Background: an optimization exercise with open tools, aiming at a short achievable clock period and few clock cycles. Do not read the settings as production practice.
In this exercise RTL edits were held to simulation tests only and were not proved equivalent to the original.
Power figures rest on the tool's default switching activity, not on a simulated workload.

<file path="flow/flow/run.sh">
#!/bin/bash
# Standard ORFS layout (the standard.sh, standard synthesis unchanged), with
# repair_timing asked for extra setup margin so that the resizer keeps
# optimising paths well below the 20 ns constraint. Clock, I/O delays and loads
# are the design's constraint.sdc as given.
set -euo pipefail
MARGIN=$(cat flow/margin.txt)
sed "s/\"\${@:-finish}\"/SETUP_SLACK_MARGIN=${MARGIN} \"\${@:-finish}\"/" standard.sh > tuned_standard.sh
grep -q "SETUP_SLACK_MARGIN=${MARGIN}" tuned_standard.sh
bash tuned_standard.sh finish > orfs_make.log 2>&1
</file>
<file path="flow/config.mk">
export PLATFORM = sky130hd
export DESIGN_NAME = weevil_core
export DESIGN_NICKNAME = weevil_core
export VERILOG_FILES = /design/flow/design.v
export SDC_FILE = /design/flow/constraint.sdc
export NUM_CORES = 4
export LEC_CHECK = 0
export ABC_CLOCK_PERIOD_IN_PS = 5000
export CAP_MARGIN = 30
export CELL_PAD_IN_SITES_DETAIL_PLACEMENT = 1
export CORE_MARGIN = 2
export CORE_UTILIZATION = 22
export PLACE_DENSITY = 0.35
export SLEW_MARGIN = 60
</file>
<file path="flow/standard.sh">
#!/bin/bash
# synth_recipe.tcl (not shown) runs the flow's synth.tcl, then flattens the netlist and writes it again
# the make line also repeats each setting of config.mk as NAME=value (left out here)
make -C /OpenROAD-flow-scripts/flow DESIGN_CONFIG=/design/flow/config.mk WORK_HOME=/design/flow/orfs CLKGATE_MAP_FILE= SYNTH_SCRIPT=/design/flow/synth_recipe.tcl "${@:-finish}"
</file>
<file path="flow/design.v">
module weevil_core (
    input  wire        clk,
    input  wire        rst,
    input  wire [1:0]  core_id,
    output reg         mem_req,
    output reg         mem_we,
    output reg  [31:0] mem_addr,
    output reg  [3:0]  mem_be,
    output reg  [31:0] mem_wdata,
    input  wire        mem_ready,
    input  wire [31:0] mem_rdata,
    output reg         halted,
    output reg         fault
);
    localparam [3:0] XS_RUN = 4'd0, XS_MEM = 4'd1, XS_AMOR = 4'd2, XS_AMOC = 4'd3,
                     XS_AMOW = 4'd4, XS_MUL1 = 4'd5, XS_MUL2 = 4'd6, XS_DV1 = 4'd7,
                     XS_DV2 = 4'd8, XS_DVF = 4'd9, XS_STOP = 4'd10, XS_MUL3 = 4'd11,
                     XS_DV0 = 4'd12;
    localparam [7:0] C_ILLEGAL = 8'd1, C_MISALIGNED = 8'd2, C_TRAP = 8'd7, C_BREAK = 8'd8;
    reg [3:0]  xs;
    reg        cur_fetch;       
    reg [31:2] fpc;             
    reg [31:0] ir;
    reg        ir_v;
    reg [31:2] ir_pc;
    reg [15:1] ra_oh, rb_oh, rc_oh;    
    reg [15:1] rd_oh;                  
    reg        ir_fl;                  
    reg        ir_md;                  
    reg [31:0] rf [1:15];
    reg        st_ie, st_mode, st_exl, st_pie, st_pmode;
    reg        fl_v, fl_c, fl_z, fl_n;
    reg [31:0] cr_epc, cr_ecause, cr_eaddr, cr_vbase, cr_irq_mask, cr_scratch;
    wire [31:0] status = {fl_n, fl_z, fl_c, fl_v, 23'd0, st_pmode, st_pie, st_exl, st_mode, st_ie};
    wire [31:0] pc = {ir_pc, 2'b00};
    wire [1:0] fmt = ir[31:30];
    wire [5:0] r_fn    = ir[29:24];
    wire [3:0] r_rd    = ir[23:20];
    wire [3:0] r_rb    = ir[15:12];
    wire       r_s     = ir[11];
    wire [4:0] r_shamt = ir[10:6];
    wire [3:0]  i_fn  = ir[29:26];
    wire [3:0]  i_rd  = ir[25:22];
    wire [3:0]  i_ra  = ir[21:18];
    wire        i_s   = ir[17];
    wire [15:0] i_imm = ir[15:0];
    wire [2:0]  m_op    = ir[29:27];
    wire [1:0]  m_mode  = ir[26:25];
    wire [3:0]  m_rt    = ir[24:21];
    wire [3:0]  m_rb    = ir[20:17];
    wire [1:0]  m_scale = ir[12:11];
    wire [11:0] m_disp  = ir[11:0];
    wire [3:0] b_fn  = ir[29:26];
    wire [3:0] b_f1  = ir[25:22];
    wire [3:0] b_f2  = ir[21:18];
    wire [1:0] b_aop = ir[13:12];
    function [11:0] reg_idx(input [31:0] w);
        case (w[31:30])
            2'b00:   reg_idx = {w[19:16], w[15:12], 4'd0};
            2'b01:   reg_idx = {w[21:18], 4'd0, 4'd0};
            2'b10:   reg_idx = {w[20:17], w[16:13], w[24:21]};
            default: reg_idx = {w[21:18], w[17:14], w[25:22]};
        endcase
    endfunction
    function [15:1] onehot(input [3:0] x);
        integer k;
        for (k = 1; k < 16; k = k + 1) onehot[k] = (x == k[3:0]);
    endfunction
    function [15:1] pre_rd(input [31:0] w);
        case (w[31:30])
            2'b00:   pre_rd = onehot(w[23:20]);
            2'b01:   pre_rd = onehot(w[25:22]);
            2'b10:   pre_rd = 15'd0;
            default: pre_rd = (w[29:26] == 4'd1) ? onehot(4'd14) : 15'd0;
        endcase
    endfunction
    function pre_fl(input [31:0] w);
        case (w[31:30])
            2'b00:   pre_fl = w[11] || w[29:24] == 6'h02 || w[29:24] == 6'h03 ||
                              w[29:24] == 6'h17 || w[29:24] == 6'h18;
            2'b01:   pre_fl = w[17] || w[29:26] == 4'd4 || w[29:26] == 4'd5;
            2'b10:   pre_fl = 1'b0;
            default: pre_fl = (w[29:26] == 4'd0) || (w[29:26] == 4'd15);
        endcase
    endfunction
    reg [31:0] va, vb, vc;
    integer rk;
    always @(*) begin
        va = 32'd0; vb = 32'd0; vc = 32'd0;
        for (rk = 1; rk < 16; rk = rk + 1) begin
            va = va | ({32{ra_oh[rk]}} & rf[rk]);
            vb = vb | ({32{rb_oh[rk]}} & rf[rk]);
            vc = vc | ({32{rc_oh[rk]}} & rf[rk]);
        end
    end
    wire [31:0] imm_sx = {{16{i_imm[15]}}, i_imm};
    wire [31:0] imm_zx = {16'd0, i_imm};
    reg  [31:0] add_a, add_b;
    reg         add_cin;
    wire [32:0] add_sum = {1'b0, add_a} + {1'b0, add_b} + {32'd0, add_cin};
    wire        add_v   = (add_a[31] == add_b[31]) && (add_sum[31] != add_a[31]);
    wire [4:0]  sh_amt = r_fn[2] ? r_shamt : vb[4:0];
    wire [32:0] sll_w  = {1'b0, va} << sh_amt;
    wire [32:0] srl_w  = {va, 1'b0} >> sh_amt;
    wire [32:0] sra_w  = $signed({va, 1'b0}) >>> sh_amt;
    wire [31:0] ror_r  = (va >> sh_amt) | (va << (6'd32 - {1'b0, sh_amt}));
    function [5:0] clz32(input [31:0] x);
        integer k;
        begin
            clz32 = 6'd32;
            for (k = 0; k < 32; k = k + 1)
                if (x[k]) clz32 = 6'd31 - k[5:0];
        end
    endfunction
    wire [5:0] clz = clz32(va);
    reg cond_ok;
    always @(*) begin
        case (b_f1)
            4'd0:  cond_ok = 1'b1;
            4'd1:  cond_ok = fl_z;
            4'd2:  cond_ok = !fl_z;
            4'd3:  cond_ok = fl_n;
            4'd4:  cond_ok = !fl_n;
            4'd5:  cond_ok = fl_v;
            4'd6:  cond_ok = !fl_v;
            4'd7:  cond_ok = fl_c;
            4'd8:  cond_ok = !fl_c;
            4'd9:  cond_ok = fl_c && !fl_z;
            4'd10: cond_ok = !fl_c || fl_z;
            4'd11: cond_ok = (fl_n == fl_v);
            4'd12: cond_ok = (fl_n != fl_v);
            4'd13: cond_ok = !fl_z && (fl_n == fl_v);
            4'd14: cond_ok = fl_z || (fl_n != fl_v);
            default: cond_ok = 1'b0;
        endcase
    end
    reg [31:0] m_size;
    always @(*) begin
        case (m_op)
            3'd0, 3'd1, 3'd5: m_size = 32'd1;
            3'd2, 3'd3, 3'd6: m_size = 32'd2;
            default:          m_size = 32'd4;
        endcase
    end
    reg [31:0] m_addr;
    always @(*) begin
        case (m_mode)
            2'b00: m_addr = va + {{20{m_disp[11]}}, m_disp};
            2'b01: m_addr = va;
            2'b10: m_addr = va - m_size;
            default: m_addr = va + (vb << m_scale);
        endcase
    end
    wire [31:0] m_base_new = (m_mode == 2'b01) ? va + m_size : va - m_size;
    reg        cr_known;
    reg [31:0] cr_rval;
    always @(*) begin
        cr_known = 1'b1;
        cr_rval  = 32'd0;
        if (i_imm[15:4] != 12'd0) cr_known = 1'b0;
        else case (i_imm[3:0])
            4'd0: cr_rval = status;
            4'd1: cr_rval = cr_epc;
            4'd2: cr_rval = cr_ecause;
            4'd3: cr_rval = cr_eaddr;
            4'd4: cr_rval = cr_vbase;
            4'd5: cr_rval = {30'd0, core_id};
            4'd6: cr_rval = 32'd0;
            4'd7: cr_rval = cr_irq_mask;
            4'd8: cr_rval = cr_scratch;
            default: cr_known = 1'b0;
        endcase
    end
    wire cr_task_ok = (i_imm == 16'd0) || (i_imm == 16'd5);
    wire [31:0] br_off = (b_fn == 4'd1) ? {{4{ir[25]}}, ir[25:0], 2'b00}
                                        : {{8{ir[21]}}, ir[21:0], 2'b00};
    wire [31:0] br_target = pc + br_off;
    wire [31:0] pc_plus4 = {ir_pc + 30'd1, 2'b00};
    reg        ex_illegal, ex_misal;
    reg [31:0] ex_misal_addr;
    reg        ex_trap, ex_brk;
    reg        wr_en;
    reg [3:0]  wr_idx;
    reg [31:0] wr_val;
    reg        fl_set_nz, fl_set_c, fl_set_v;
    reg        n_n, n_z, n_c, n_v;
    reg        jump;
    reg [31:0] jump_pc;
    reg        is_mem, is_load, is_amo, is_div, is_mul, is_wait, is_rfe, is_crw;
    reg [31:0] res;
    wire       div0 = (vb == 32'd0);
    always @(*) begin
        ex_illegal = 1'b0; ex_misal = 1'b0; ex_misal_addr = 32'd0;
        ex_trap = 1'b0; ex_brk = 1'b0;
        wr_en = 1'b0; wr_idx = 4'd0; wr_val = 32'd0;
        fl_set_nz = 1'b0; fl_set_c = 1'b0; fl_set_v = 1'b0;
        n_n = fl_n; n_z = fl_z; n_c = fl_c; n_v = fl_v;
        jump = 1'b0; jump_pc = br_target;
        is_mem = 1'b0; is_load = 1'b0; is_amo = 1'b0; is_div = 1'b0; is_mul = 1'b0;
        is_wait = 1'b0; is_rfe = 1'b0; is_crw = 1'b0;
        add_a = va; add_b = vb; add_cin = 1'b0;
        res = 32'd0;
        case (fmt)
        2'b00: begin
            wr_idx = r_rd;
            wr_en  = 1'b1;
            fl_set_nz = r_s;
            if (ir[5:0] != 6'd0) ex_illegal = 1'b1;
            if (r_shamt != 5'd0 && !(r_fn >= 6'h0C && r_fn <= 6'h0F)) ex_illegal = 1'b1;
            case (r_fn)
                6'h00, 6'h01, 6'h02, 6'h03, 6'h17: begin
                    add_b   = (r_fn == 6'h01 || r_fn == 6'h03 || r_fn == 6'h17) ? ~vb : vb;
                    add_cin = (r_fn == 6'h01 || r_fn == 6'h17) ? 1'b1 :
                              (r_fn == 6'h00) ? 1'b0 : fl_c;
                    res = add_sum[31:0];
                    fl_set_c = r_s; fl_set_v = r_s;
                    n_c = add_sum[32]; n_v = add_v;
                    if (r_fn == 6'h17) begin
                        wr_en = 1'b0;
                        fl_set_nz = 1'b1; fl_set_c = 1'b1; fl_set_v = 1'b1;
                        if (r_rd != 4'd0) ex_illegal = 1'b1;
                    end
                end
                6'h04: res = va & vb;
                6'h05: res = va | vb;
                6'h06: res = va ^ vb;
                6'h07: res = va & ~vb;
                6'h08, 6'h0C: begin res = sll_w[31:0]; n_c = sll_w[32]; end
                6'h09, 6'h0D: begin res = srl_w[32:1]; n_c = srl_w[0]; end
                6'h0A, 6'h0E: begin res = sra_w[32:1]; n_c = sra_w[0]; end
                6'h0B, 6'h0F: begin res = ror_r; n_c = ror_r[31]; end
                6'h10, 6'h11, 6'h12: begin
                    is_mul = 1'b1; wr_en = 1'b0; fl_set_nz = 1'b0;
                end
                6'h13, 6'h14, 6'h15, 6'h16: begin
                    if (div0) res = (r_fn == 6'h13 || r_fn == 6'h14) ? 32'hFFFF_FFFF : va;
                    else begin is_div = 1'b1; fl_set_nz = 1'b0; end    
                end
                6'h18: begin
                    res = va & vb; wr_en = 1'b0; fl_set_nz = 1'b1;
                    if (r_rd != 4'd0) ex_illegal = 1'b1;
                end
                6'h19: res = ($signed(va) < $signed(vb)) ? va : vb;
                6'h1A: res = ($signed(va) > $signed(vb)) ? va : vb;
                6'h1B: res = (va < vb) ? va : vb;
                6'h1C: res = (va > vb) ? va : vb;
                6'h1D: res = {26'd0, clz};
                6'h1E: res = {va[7:0], va[15:8], va[23:16], va[31:24]};
                6'h1F: res = {{24{va[7]}}, va[7:0]};
                6'h20: res = {{16{va[15]}}, va[15:0]};
                default: ex_illegal = 1'b1;
            endcase
            if (r_fn >= 6'h08 && r_fn <= 6'h0F) fl_set_c = r_s && (sh_amt != 5'd0);
            if (r_fn >= 6'h0C && r_fn <= 6'h0F && r_rb != 4'd0) ex_illegal = 1'b1;
            if (r_fn >= 6'h1D && r_fn <= 6'h20 && r_rb != 4'd0) ex_illegal = 1'b1;
            wr_val = res;
            n_n = res[31]; n_z = (res == 32'd0);
        end
        2'b01: begin
            wr_idx = i_rd;
            wr_en  = 1'b1;
            fl_set_nz = i_s;
            if (ir[16]) ex_illegal = 1'b1;
            case (i_fn)
                4'd0, 4'd4: begin
                    add_b = (i_fn == 4'd4) ? ~imm_sx : imm_sx;
                    add_cin = (i_fn == 4'd4);
                    res = add_sum[31:0];
                    fl_set_c = i_s; fl_set_v = i_s;
                    n_c = add_sum[32]; n_v = add_v;
                    if (i_fn == 4'd4) begin
                        wr_en = 1'b0;
                        fl_set_nz = 1'b1; fl_set_c = 1'b1; fl_set_v = 1'b1;
                        if (i_rd != 4'd0) ex_illegal = 1'b1;
                    end
                end
                4'd1: res = va & imm_zx;
                4'd2: res = va | imm_zx;
                4'd3: res = va ^ imm_zx;
                4'd5: begin
                    res = va & imm_zx; wr_en = 1'b0; fl_set_nz = 1'b1;
                    if (i_rd != 4'd0) ex_illegal = 1'b1;
                end
                4'd6: begin
                    res = {i_imm, 16'd0};
                    if (i_ra != 4'd0 || i_s) ex_illegal = 1'b1;
                end
                4'd7: begin
                    res = pc + {imm_sx[29:0], 2'b00};
                    if (i_ra != 4'd0 || i_s) ex_illegal = 1'b1;
                end
                default: ex_illegal = 1'b1;
            endcase
            wr_val = res;
            n_n = res[31]; n_z = (res == 32'd0);
        end
        2'b10: begin
            is_mem  = 1'b1;
            is_load = (m_op <= 3'd4);
            case (m_mode)
                2'b00: if (ir[16:12] != 5'd0) ex_illegal = 1'b1;
                2'b01, 2'b10: if (ir[16:0] != 17'd0 || m_rb == 4'd0 ||
                                  (is_load && m_rt == m_rb)) ex_illegal = 1'b1;
                default: if (ir[10:0] != 11'd0) ex_illegal = 1'b1;
            endcase
            if ((m_size == 32'd2 && m_addr[0]) || (m_size == 32'd4 && m_addr[1:0] != 2'b00)) begin
                ex_misal = 1'b1; ex_misal_addr = m_addr;
            end
            wr_en = (m_mode == 2'b01 || m_mode == 2'b10);
            wr_idx = m_rb; wr_val = m_base_new;
        end
        default: begin
            case (b_fn)
                4'd0: begin
                    if (b_f1 == 4'd15) ex_illegal = 1'b1;
                    else if (cond_ok) jump = 1'b1;
                end
                4'd1: begin
                    wr_en = 1'b1; wr_idx = 4'd14; wr_val = pc_plus4;
                    jump = 1'b1;
                end
                4'd2: begin
                    if (ir[17:0] != 18'd0) ex_illegal = 1'b1;
                    else if (va[1:0] != 2'b00) begin
                        ex_misal = 1'b1; ex_misal_addr = va;
                    end
                    wr_en = 1'b1; wr_idx = b_f1; wr_val = pc_plus4;
                    jump = 1'b1; jump_pc = va;
                end
                4'd3: begin
                    is_amo = 1'b1;
                    if (ir[11:0] != 12'd0) ex_illegal = 1'b1;
                    else if (va[1:0] != 2'b00) begin
                        ex_misal = 1'b1; ex_misal_addr = va;
                    end
                end
                4'd15: begin
                    if (ir[17:16] != 2'b00) ex_illegal = 1'b1;
                    case (b_f1)
                        4'd0: begin
                            if (b_f2 != 4'd0 || i_imm[15:8] != 8'd0) ex_illegal = 1'b1;
                            ex_trap = 1'b1;
                        end
                        4'd1: begin
                            if (b_f2 != 4'd0 || i_imm != 16'd0 || st_mode) ex_illegal = 1'b1;
                            is_rfe = 1'b1;
                            jump = 1'b1; jump_pc = cr_epc;
                        end
                        4'd2: begin
                            if (b_f2 != 4'd0 || i_imm != 16'd0) ex_illegal = 1'b1;
                            is_wait = 1'b1;
                        end
                        4'd3: begin
                            if (b_f2 != 4'd0 || i_imm != 16'd0) ex_illegal = 1'b1;
                        end
                        4'd4: begin
                            if (!cr_known || (st_mode && !cr_task_ok)) ex_illegal = 1'b1;
                            wr_en = 1'b1; wr_idx = b_f2; wr_val = cr_rval;
                        end
                        4'd5: begin
                            if (!cr_known || (st_mode && !cr_task_ok)) ex_illegal = 1'b1;
                            is_crw = 1'b1;
                        end
                        4'd6: begin
                            if (b_f2 != 4'd0 || i_imm != 16'd0) ex_illegal = 1'b1;
                            ex_brk = 1'b1;
                        end
                        default: ex_illegal = 1'b1;
                    endcase
                end
                default: ex_illegal = 1'b1;
            endcase
        end
        endcase
    end
    wire        ex_any = ex_illegal | ex_misal | ex_trap | ex_brk;
    reg  [3:0]  ex_cause;
    reg  [7:0]  ex_info;
    reg  [31:0] ex_epc, ex_eaddr;
    always @(*) begin
        ex_info = 8'd0; ex_epc = pc; ex_eaddr = 32'd0;
        if (ex_illegal)    ex_cause = C_ILLEGAL[3:0];
        else if (ex_misal) begin ex_cause = C_MISALIGNED[3:0]; ex_eaddr = ex_misal_addr; end
        else if (ex_trap)  begin ex_cause = C_TRAP[3:0]; ex_info = i_imm[7:0]; ex_epc = pc_plus4; end
        else               ex_cause = C_BREAK[3:0];
    end
    wire [31:0] ex_vector = {cr_vbase[31:8], ex_cause, 4'd0};
    reg [2:0]  ld_op;
    reg [1:0]  ld_lo;
    reg [3:0]  ld_rt;
    reg        ld_is;
    reg [1:0]  amo_op;
    reg [3:0]  amo_rd;
    reg [31:0] amo_data, amo_cmp, amo_old;
    reg [32:0] mul_a, mul_b;
    reg [41:0] mul_q0, mul_q1, mul_q2, mul_q3;
    reg [49:0] mul_p0, mul_p1;
    reg        mul_hi;
    reg [3:0]  mul_rd;
    reg        mul_s;
    wire [65:0] mul_p = {{16{mul_p0[49]}}, mul_p0} + {mul_p1, 16'd0};
    wire [31:0] mul_res = mul_hi ? mul_p[63:32] : mul_p[31:0];
    reg [31:0] dv_rem, dv_d, dv_q;
    reg [4:0]  dv_cnt;
    reg        dv_negq, dv_negr, dv_isq, dv_sa, dv_sb;
    reg [3:0]  dv_rd;
    reg        dv_s;
    wire [5:0] dv_clza = clz32(dv_rem);
    wire [5:0] dv_clzb = clz32(dv_d);
    wire [6:0] dv_k    = {1'b0, dv_clzb} - {1'b0, dv_clza};
    wire [32:0] dv_diff = {1'b0, dv_rem} - {1'b0, dv_d};
    wire [31:0] dv_qf  = dv_negq ? -dv_q : dv_q;
    wire [31:0] dv_rf  = dv_negr ? -dv_rem : dv_rem;
    wire [31:0] dv_res = dv_isq ? dv_qf : dv_rf;
    wire [31:0] ld_w = mem_rdata >> {ld_lo, 3'b000};
    wire [7:0]  ld_b = ld_w[7:0];
    wire [15:0] ld_h = ld_lo[1] ? mem_rdata[31:16] : mem_rdata[15:0];
    reg  [31:0] ld_val;
    always @(*) begin
        case (ld_op)
            3'd0: ld_val = {{24{ld_b[7]}}, ld_b};
            3'd1: ld_val = {24'd0, ld_b};
            3'd2: ld_val = {{16{ld_h[15]}}, ld_h};
            3'd3: ld_val = {16'd0, ld_h};
            default: ld_val = mem_rdata;
        endcase
    end
    reg        mp1, mp2, mwb_v;
    reg [15:1] mul_rd_oh;
    wire mul_busy = mp1 | mp2 | mwb_v;
    wire x_hazard = mul_busy && (ir_md || (mul_s && ir_fl) ||
                                 ((ra_oh | rb_oh | rc_oh | rd_oh) & mul_rd_oh) != 15'd0);
    wire x_exec   = (xs == XS_RUN) && ir_v && !x_hazard;
    wire x_fault  = x_exec && ex_any && st_exl;
    wire x_exc    = x_exec && ex_any && !st_exl;
    wire x_ok     = x_exec && !ex_any;
    wire [31:0] x_next   = jump ? jump_pc : pc_plus4;
    wire x_mispred = x_next[31:2] != fpc;
    wire x_redir  = x_exc || (x_ok && x_mispred);
    wire [31:0] x_target = x_exc ? ex_vector : x_next;
    localparam BTB_N = 32;
    reg  [BTB_N-1:0] btb_v;
    reg  [8:0]       btb_tag [0:BTB_N-1];
    reg  [31:2]      btb_tgt [0:BTB_N-1];
    wire [4:0]       btb_ri  = fpc[6:2];
    wire             btb_hit = btb_v[btb_ri] && (btb_tag[btb_ri] == fpc[15:7]);
    wire [31:2]      fpc_seq = btb_hit ? btb_tgt[btb_ri] : fpc + 30'd1;
    wire [4:0]       btb_wi  = ir_pc[6:2];
    wire f_ok     = cur_fetch && mem_ready && (!ir_v || x_exec);
    wire amo_cas_fail = (amo_op == 2'd3) && (mem_rdata != amo_cmp);
    reg [3:0] xs_n;
    always @(*) begin
        xs_n = xs;
        case (xs)
            XS_RUN: if (x_fault) xs_n = XS_STOP;
                    else if (x_ok) begin
                        if (is_mem)       xs_n = XS_MEM;
                        else if (is_amo)  xs_n = XS_AMOR;
                        else if (is_div)  xs_n = XS_DV0;
                        else if (is_wait) xs_n = XS_STOP;
                    end
            XS_MEM:  if (mem_ready) xs_n = XS_RUN;
            XS_AMOR: if (mem_ready) xs_n = (amo_op == 2'd1) ? XS_AMOC : XS_AMOW;
            XS_AMOC: xs_n = XS_AMOW;
            XS_AMOW: if (mem_ready || !mem_req) xs_n = XS_RUN;
            XS_MUL1: xs_n = XS_MUL2;
            XS_MUL2: xs_n = XS_MUL3;
            XS_MUL3: xs_n = XS_RUN;
            XS_DV0:  xs_n = XS_DV1;
            XS_DV1:  xs_n = dv_k[6] ? XS_DVF : XS_DV2;
            XS_DV2:  if (dv_cnt == 5'd0) xs_n = XS_DVF;
            XS_DVF:  xs_n = XS_RUN;
            default: xs_n = XS_STOP;
        endcase
    end
    wire        ir_v_n = x_redir ? 1'b0 : f_ok ? 1'b1 : x_exec ? 1'b0 : ir_v;
    wire [31:2] fpc_n  = x_redir ? x_target[31:2] : f_ok ? fpc_seq : fpc;
    wire        fetch_n = (xs_n == XS_RUN) || (!ir_v_n && (xs_n == XS_DV0 ||
                           xs_n == XS_DV1 || xs_n == XS_DV2 || xs_n == XS_DVF));
    reg        rf_we;
    reg [3:0]  rf_wa;
    reg [31:0] rf_wd;
    reg        mul_wb;       
    always @(*) begin
        rf_we = 1'b0; rf_wa = wr_idx; rf_wd = wr_val; mul_wb = 1'b0;
        case (xs)
            XS_RUN:  if (x_exec && wr_en) rf_we = x_ok && !is_div;
                     else mul_wb = mwb_v;
            XS_MEM:  if (mem_ready && ld_is) begin rf_we = 1'b1; rf_wa = ld_rt; rf_wd = ld_val; end
                     else mul_wb = mwb_v;
            XS_AMOR: if (mem_ready) begin rf_we = 1'b1; rf_wa = amo_rd; rf_wd = mem_rdata; end
                     else mul_wb = mwb_v;
            XS_DVF:  begin rf_we = 1'b1; rf_wa = dv_rd; rf_wd = dv_res; end
            default: mul_wb = mwb_v;
        endcase
        if (mul_wb) begin rf_we = 1'b1; rf_wa = mul_rd; rf_wd = mul_res; end
    end
    integer i;
    always @(posedge clk) begin
        if (rst) begin
            xs <= XS_RUN;
            cur_fetch <= 1'b1;
            fpc <= 30'd0;
            ir_v <= 1'b0;
            btb_v <= {BTB_N{1'b0}};
            mp1 <= 1'b0; mp2 <= 1'b0; mwb_v <= 1'b0;
            mem_req <= 1'b1; mem_we <= 1'b0; mem_addr <= 32'd0; mem_be <= 4'b1111;
            halted <= 1'b0; fault <= 1'b0;
            for (i = 1; i < 16; i = i + 1) rf[i] <= 32'd0;
            st_ie <= 1'b0; st_mode <= 1'b0; st_exl <= 1'b0; st_pie <= 1'b0; st_pmode <= 1'b0;
            fl_n <= 1'b0; fl_z <= 1'b0; fl_c <= 1'b0; fl_v <= 1'b0;
            cr_epc <= 32'd0; cr_ecause <= 32'd0; cr_eaddr <= 32'd0; cr_vbase <= 32'd0;
            cr_irq_mask <= 32'd0; cr_scratch <= 32'd0;
        end else begin
            xs   <= xs_n;
            ir_v <= ir_v_n;
            fpc  <= fpc_n;
            if (x_ok && jump) begin
                btb_v[btb_wi] <= 1'b1;
                btb_tag[btb_wi] <= ir_pc[15:7];
                btb_tgt[btb_wi] <= jump_pc[31:2];
            end else if (x_ok && x_mispred)
                btb_v[btb_wi] <= 1'b0;
            if (f_ok) begin
                ir <= mem_rdata;
                ir_pc <= mem_addr[31:2];
                ra_oh <= onehot(reg_idx(mem_rdata) >> 8);
                rb_oh <= onehot(reg_idx(mem_rdata) >> 4);
                rc_oh <= onehot(reg_idx(mem_rdata));
                rd_oh <= pre_rd(mem_rdata);
                ir_fl <= pre_fl(mem_rdata);
                ir_md <= (mem_rdata[31:30] == 2'b00) && (mem_rdata[29:24] >= 6'h10) &&
                         (mem_rdata[29:24] <= 6'h16);
            end
            if (rf_we && rf_wa != 4'd0) rf[rf_wa] <= rf_wd;
            if (x_exc) begin
                cr_epc    <= ex_epc;
                cr_ecause <= {16'd0, ex_info, 4'd0, ex_cause};
                cr_eaddr  <= ex_eaddr;
                st_pie <= st_ie; st_pmode <= st_mode;
                st_ie <= 1'b0; st_mode <= 1'b0; st_exl <= 1'b1;
            end
            if (x_fault) fault <= 1'b1;
            if (x_ok) begin
                if (is_wait) halted <= 1'b1;
                if (fl_set_nz) begin fl_n <= n_n; fl_z <= n_z; end
                if (fl_set_c) fl_c <= n_c;
                if (fl_set_v) fl_v <= n_v;
                if (is_rfe) begin
                    st_ie <= st_pie; st_mode <= st_pmode; st_exl <= 1'b0;
                end
                if (is_crw) begin
                    case (i_imm[3:0])
                        4'd0: begin
                            {fl_n, fl_z, fl_c, fl_v} <= va[31:28];
                            {st_pmode, st_pie, st_exl, st_mode, st_ie} <= va[4:0];
                        end
                        4'd1: cr_epc <= va;
                        4'd4: cr_vbase <= {va[31:8], 8'd0};
                        4'd7: cr_irq_mask <= va;
                        4'd8: cr_scratch <= va;
                        default: ;
                    endcase
                end
            end
            if (xs == XS_RUN) begin
                ld_op <= m_op; ld_lo <= m_addr[1:0]; ld_rt <= m_rt; ld_is <= is_load;
                amo_op <= b_aop; amo_rd <= b_f1; amo_data <= vb; amo_cmp <= vc;
                dv_negq <= (r_fn == 6'h14) && (va[31] ^ vb[31]);
                dv_negr <= (r_fn == 6'h16) && va[31];
                dv_isq  <= (r_fn == 6'h13 || r_fn == 6'h14);
                dv_sa   <= (r_fn == 6'h14 || r_fn == 6'h16) && va[31];
                dv_sb   <= (r_fn == 6'h14 || r_fn == 6'h16) && vb[31];
                dv_rem  <= va;
                dv_d    <= vb;
                dv_rd <= r_rd; dv_s <= r_s;
            end
            if (x_exec && is_mul) begin
                mul_a <= {(r_fn == 6'h12) & va[31], va};
                mul_b <= {(r_fn == 6'h12) & vb[31], vb};
                mul_hi <= (r_fn != 6'h10); mul_rd <= r_rd; mul_s <= r_s;
                mul_rd_oh <= onehot(r_rd);
            end
            mp1 <= x_ok && is_mul;
            mp2 <= mp1;
            mwb_v <= mp2 || (mwb_v && !mul_wb);
            if (mp1) begin
                mul_q0 <= $signed(mul_a) * $signed({1'b0, mul_b[7:0]});
                mul_q1 <= $signed(mul_a) * $signed({1'b0, mul_b[15:8]});
                mul_q2 <= $signed(mul_a) * $signed({1'b0, mul_b[23:16]});
                mul_q3 <= $signed(mul_a) * $signed(mul_b[32:24]);
            end
            if (mp2) begin
                mul_p0 <= {{8{mul_q0[41]}}, mul_q0} + {mul_q1, 8'd0};
                mul_p1 <= {{8{mul_q2[41]}}, mul_q2} + {mul_q3, 8'd0};
            end
            if (mul_wb && mul_s) begin
                fl_n <= mul_res[31]; fl_z <= (mul_res == 32'd0);
            end
            if (xs == XS_DV0) begin
                dv_rem <= dv_sa ? -dv_rem : dv_rem;
                dv_d   <= dv_sb ? -dv_d : dv_d;
            end
            if (xs == XS_DV1) begin
                dv_q <= 32'd0;
                dv_d <= dv_d << dv_k[4:0];
                dv_cnt <= dv_k[4:0];
            end
            if (xs == XS_DV2) begin
                if (!dv_diff[32]) begin
                    dv_rem <= dv_diff[31:0];
                    dv_q <= {dv_q[30:0], 1'b1};
                end else
                    dv_q <= {dv_q[30:0], 1'b0};
                dv_d <= dv_d >> 1;
                dv_cnt <= dv_cnt - 5'd1;
            end
            if (xs == XS_DVF && dv_s) begin
                fl_n <= dv_res[31]; fl_z <= (dv_res == 32'd0);
            end
            if (xs == XS_AMOR && mem_ready) amo_old <= mem_rdata;
            cur_fetch <= 1'b0;
            mem_req <= 1'b0;
            if (xs_n == XS_STOP) begin
                mem_req <= 1'b0;
            end else if (xs == XS_RUN && (xs_n == XS_MEM || xs_n == XS_AMOR)) begin
                mem_req  <= 1'b1;
                mem_addr <= {(is_amo ? va[31:2] : m_addr[31:2]), 2'b00};
                mem_we   <= is_mem && !is_load;
                mem_be   <= 4'b1111;
                mem_wdata <= vc;
                if (is_mem && !is_load) case (m_op)
                    3'd5: begin mem_be <= 4'b0001 << m_addr[1:0]; mem_wdata <= {4{vc[7:0]}}; end
                    3'd6: begin mem_be <= m_addr[1] ? 4'b1100 : 4'b0011; mem_wdata <= {2{vc[15:0]}}; end
                    default: ;
                endcase
            end else if ((xs == XS_MEM || xs == XS_AMOR || xs == XS_AMOW) && xs_n == xs) begin
                mem_req <= 1'b1;        
            end else if (xs == XS_AMOR && (xs_n == XS_AMOW)) begin
                mem_req <= !amo_cas_fail; mem_we <= 1'b1;
                mem_wdata <= (amo_op == 2'd2) ? (mem_rdata | amo_data) : amo_data;
            end else if (xs == XS_AMOC) begin
                mem_req <= 1'b1; mem_we <= 1'b1;
                mem_wdata <= amo_old + amo_data;
            end else if (fetch_n) begin
                mem_req <= 1'b1; cur_fetch <= 1'b1; mem_we <= 1'b0; mem_be <= 4'b1111;
                mem_addr <= {fpc_n, 2'b00};
            end
        end
    end
endmodule
</file>
<file path="flow/constraint.sdc">
create_clock -name core_clock -period 20.0 [get_ports {clk}]
set_input_delay 4.0000 -clock core_clock [delete_from_list [all_inputs] [get_ports {clk}]]
set_output_delay 4.0000 -clock core_clock [all_outputs]
set_load 0.01 [all_outputs]
</file>
<file path="flow/flow/margin.txt">
14
</file>
==> results.json <==
{
  "status": "complete, no violations",
  "finalSetupTns_ps": 0,
  "p_int_w": 0.01166,
  "numCtsBuffers": 335,
  "path_max_fanout": 20,
  "yosysSeqAreaShare_pct": 41.66,
  "die_h_um": 934.0,
  "grt-ovfl-total": 0,
  "antenna_found_initial": 115,
  "synthCells": 18200,
  "p_leak_nw": 89.67,
  "start_util_pct": 22.07,
  "die_w_um": 934.0,
  "final-hold-violation-count": 0,
  "grt_util_met2_pct": 36.10,
  "hold_buffers": 0,
  "row_count": 341,
  "synth-async-reset-ratio_pct": 0,
  "cts.sinks": 2734,
  "peakVddDrop_mv": 0.07628,
  "syn-cell-area_sq_um": 190300,
  "ys_seq_elements": 2734,
  "cap_violations": 0,
  "crit_type": "reg -> reg",
  "switchingPower_w": 0.006178,
  "yosys-top-cells-count": "edfxtp_1, nor2_1, nand2_1",
  "p_comb_share_pct": 27.6,
  "switching_share_pct": 34.64,
  "finalSetupViolations": 0,
  "min_period_ps": 6965,
  "synth.most_common_cell": "edfxtp_1",
  "crit_required_ps": 20830,
  "grt-busiest-layer": "met2",
  "dp_hpwl_mm": 741.2,
  "cts_max_path_buffers": 4,
  "synth_top_area_share_pct": 38.69,
  "crit_arrival_ps": 7790,
  "layout-drive-gt1-share_pct": 24.97,
  "synth.area.top_cells": "edfxtp_1, fa_1, mux4_2, ha_1, nor2_1",
  "max_freq_mhz": 143.6,
  "nets": 21000,
  "postSynthAreaPerCell_sq_um": 10.45,
  "path_clk_slew_ps": 70,
  "powerDensity_nw_per_um2": 71.93,
  "ys_types": 107,
  "cp-end-kind": "flop",
  "drtIter0Drc": 22280,
  "crit_path_top_delay_cell": "nor3_4",
  "ios": 109,
  "coreArea_sq_um": 862300,
  "cts_tree": "built",
  "area_growth_pct": 30.29,
  "wirelength_mm": 1129,
  "gp_congestion": 1.041,
  "cp-start-kind": "flop",
  "grt_usage_pct": 24.66,
  "ant_nets": 0,
  "first_pass_iters": 13,
  "fin_crit_sh_pct": 34.82,
  "viasPerCell": 5.501,
  "htreeDepth": 5,
  "max_slew.worst_pin.slew_ps": 797.7,
  "grt_first_pass_wirelength_mm": 1500,
  "synth_edf_count": 2452,
  "synth_warnings": 1,
  "critical_path.max_stage_delay_ps": 500,
  "cp_common_cell": "buf_6",
  "grt_pass1_vias": 167800,
  "synth_top_area_cell": "edfxtp_1",
  "hold_class": "reg -> reg",
  "cts-root-buf": "clkbuf_16",
  "vias": 171700,
  "synth_top_flop_cell": "edfxtp_1",
  "drcViolationCount": 0,
  "fin_worst_skew_ps": 182.1,
  "grt_max_degree": 77,
  "port-buffer-count": 106,
  "finish.utilization_pct": 28.75,
  "post_drt_wl_per_cell_um": 36.16,
  "slew_headroom_pct": 46.77,
  "rsz0062_at_grt": "true",
  "sequentialPowerShare_pct": 37.4,
  "r2r_cells": 33,
  "p_clk_share_pct": 35.0,
  "grtUsageMet3_pct": 7.252,
  "clk_latency_ps": 1140,
  "grtUsageMet1_pct": 31.72,
  "die-area_sq_um": 872400,
  "slew_viol_final": 0,
  "worstHoldPathCells": 0
}
-- kinds of logic (layout without fill, tap and decap cells) --
group,count (synthesis),after routing,synth area share (%)
AOI/OAI and AO/OA,4204,4211,14.92
DFF,2734,2734,41.66
muxes,824,824,7.330
other,1,105,0.001971
and+or+nand+nor,5585,5627,13.84
adders and majority gates,1612,1612,13.97
buffers and inverters,2563,3933,5.145
xor gates and xnor gates,680,680,3.130
-- worst paths after layout --
kind	start	to	slack, ps
worst max-delay path	ra_oh[13]$_DFFE_PP_	rf[8][14]$_SDFFCE_PN0P_	13040
worst min-delay path	mul_q0[1]$_DFFE_PP_	mul_p0[1]$_DFFE_PP_	420
worst max register to register	ra_oh[13]$_DFFE_PP_	rf[8][14]$_SDFFCE_PN0P_	13040
worst min register to register	mul_q0[1]$_DFFE_PP_	mul_p0[1]$_DFFE_PP_	420
-- power by group through the flow --
| stage | Combinational (W) | Sequential [W] | Clock, W |
|---|---|---|---|
| 2_1_floorplan | 0.00195 | 0.00671 | 0 |
| 3_3_place_gp | 0.00363 | 0.00681 | 0 |
| 3_5_place_dp | 0.00380 | 0.00678 | 0 |
| 4_1_cts | 0.00443 | 0.00666 | 0.00636 |
| 5_1_grt | 0.00500 | 0.00667 | 0.00654 |
| 6_report | 0.00492 | 0.00667 | 0.00624 |
-- per-layer routing --
layer | up-vias | wire [um]
met5 | - | 500
met4 | 40 | 89210
met3 | 3289 | 113200
met2 | 9850 | 470900
met1 | 89260 | 455000
li1 | 69270 | -
-- metrics by stage --
stage,power [W],worst slack (ps),hold WS [ps],instances,area (sq um)
after floorplan,0.008657,12640,400.3,18200,192400
after global placement,0.01045,11150,402.6,29260,208300
after detailed placement,0.01058,11370,406.6,29420,212600
after CTS,0.01745,13150,418.6,30760,239200
after global routing,0.01821,13030,424.0,31130,247700
final,0.01783,13040,418.6,31220,247900
-- placed cells by master, fill, tap and decap left out, drive strengths merged, types with 122 or more instances in the layout --
cell type  count
a22oi        650
nand4        177
o211ai       142
dfxtp        282
ha           757
xnor2        464
nor3         344
a21o         136
a221oi       122
edfxtp      2452
and2         674
o21ai        745
buf         1855
and3         157
a31oi        128
o22ai        144
xor2         216
inv         1291
a21oi        945
fa           855
nand2       1581
nand3        369
clkinv       157
mux4         449
nand2b       143
clkbuf       451
nor2        1685
mux2i        308
a222oi       133
a211oi       251
-- registers in the layout, summed over array words and instances (netlist names), 40 cells and up, named ones only --
| signal | count |
|---|---|
| mul_q2 | 42 |
| mul_q1 | 42 |
| btb_tgt | 960 |
| rf | 480 |
| mul_q0 | 42 |
| mul_p0 | 50 |
| btb_tag | 288 |
| mul_q3 | 40 |
| mul_p1 | 48 |
-- worst max-delay path, delay by kind of cell, from the launching register on --
kind | cells | cell delay, ps
AO/OA/AOI/OAI | 7 | 1770
adder cells (fa/ha/maj) | 1 | 270
buffers and inverters | 15 | 2420
flip-flops | 1 | 400
multiplexers | 1 | 130
AND/OR/NAND/NOR | 9 | 1610
-- repair_timing --
action                                 in CTS  in global routing
setup endpoints to repair                2726               1448
endpoints found under the hold margin       0                  0
resized for setup                        1810               1033
gates cloned                              107                 27
pin swaps                                 452                481
setup buffers                             631                297
-- final cells by class --
class | instances | area (sq um)
timing repair buffer | 2016 | 23340
antenna | 103 | 257.7
inverter | 1309 | 5100
fill | 94790 | 614300
clock buffer | 415 | 8915
clock inverter | 193 | 1879
multi-input combinational | 12960 | 114700
tap | 11490 | 14380
sequential | 2734 | 79340
Testbench counts, summed over its fixed seeds: cycles 150,293.

## what the ideal ports hide
The flow's constraints put no driver on any port. The routed layout listed below was extracted and timed again, unchanged, in two steps.
Step 1, drivers: a clkbuf_16 drives clk and a buf_2 each remaining input, both assumed.
Step 2 times the ports against the registers' clock, not the clock port: input delays grow and output delays shrink by t, the midpoint of the rising clock arrivals with the driver on.
a / b / c = no drivers / after step 1 / after step 2; a / b = the first two.
t, ns: 1.199
slack for setup (ns): 13.035 / 13.035 / 12.435
clock arrival spread, ns: 0.185 / 0.184
worst register clock-pin slew, ns: 0.08 / 0.08
pins driven straight from the clock port: 1
After both steps this run still meets setup and hold. The setup slack of this run moves by 0.000 ns with the drivers and by -0.600 ns with both steps.
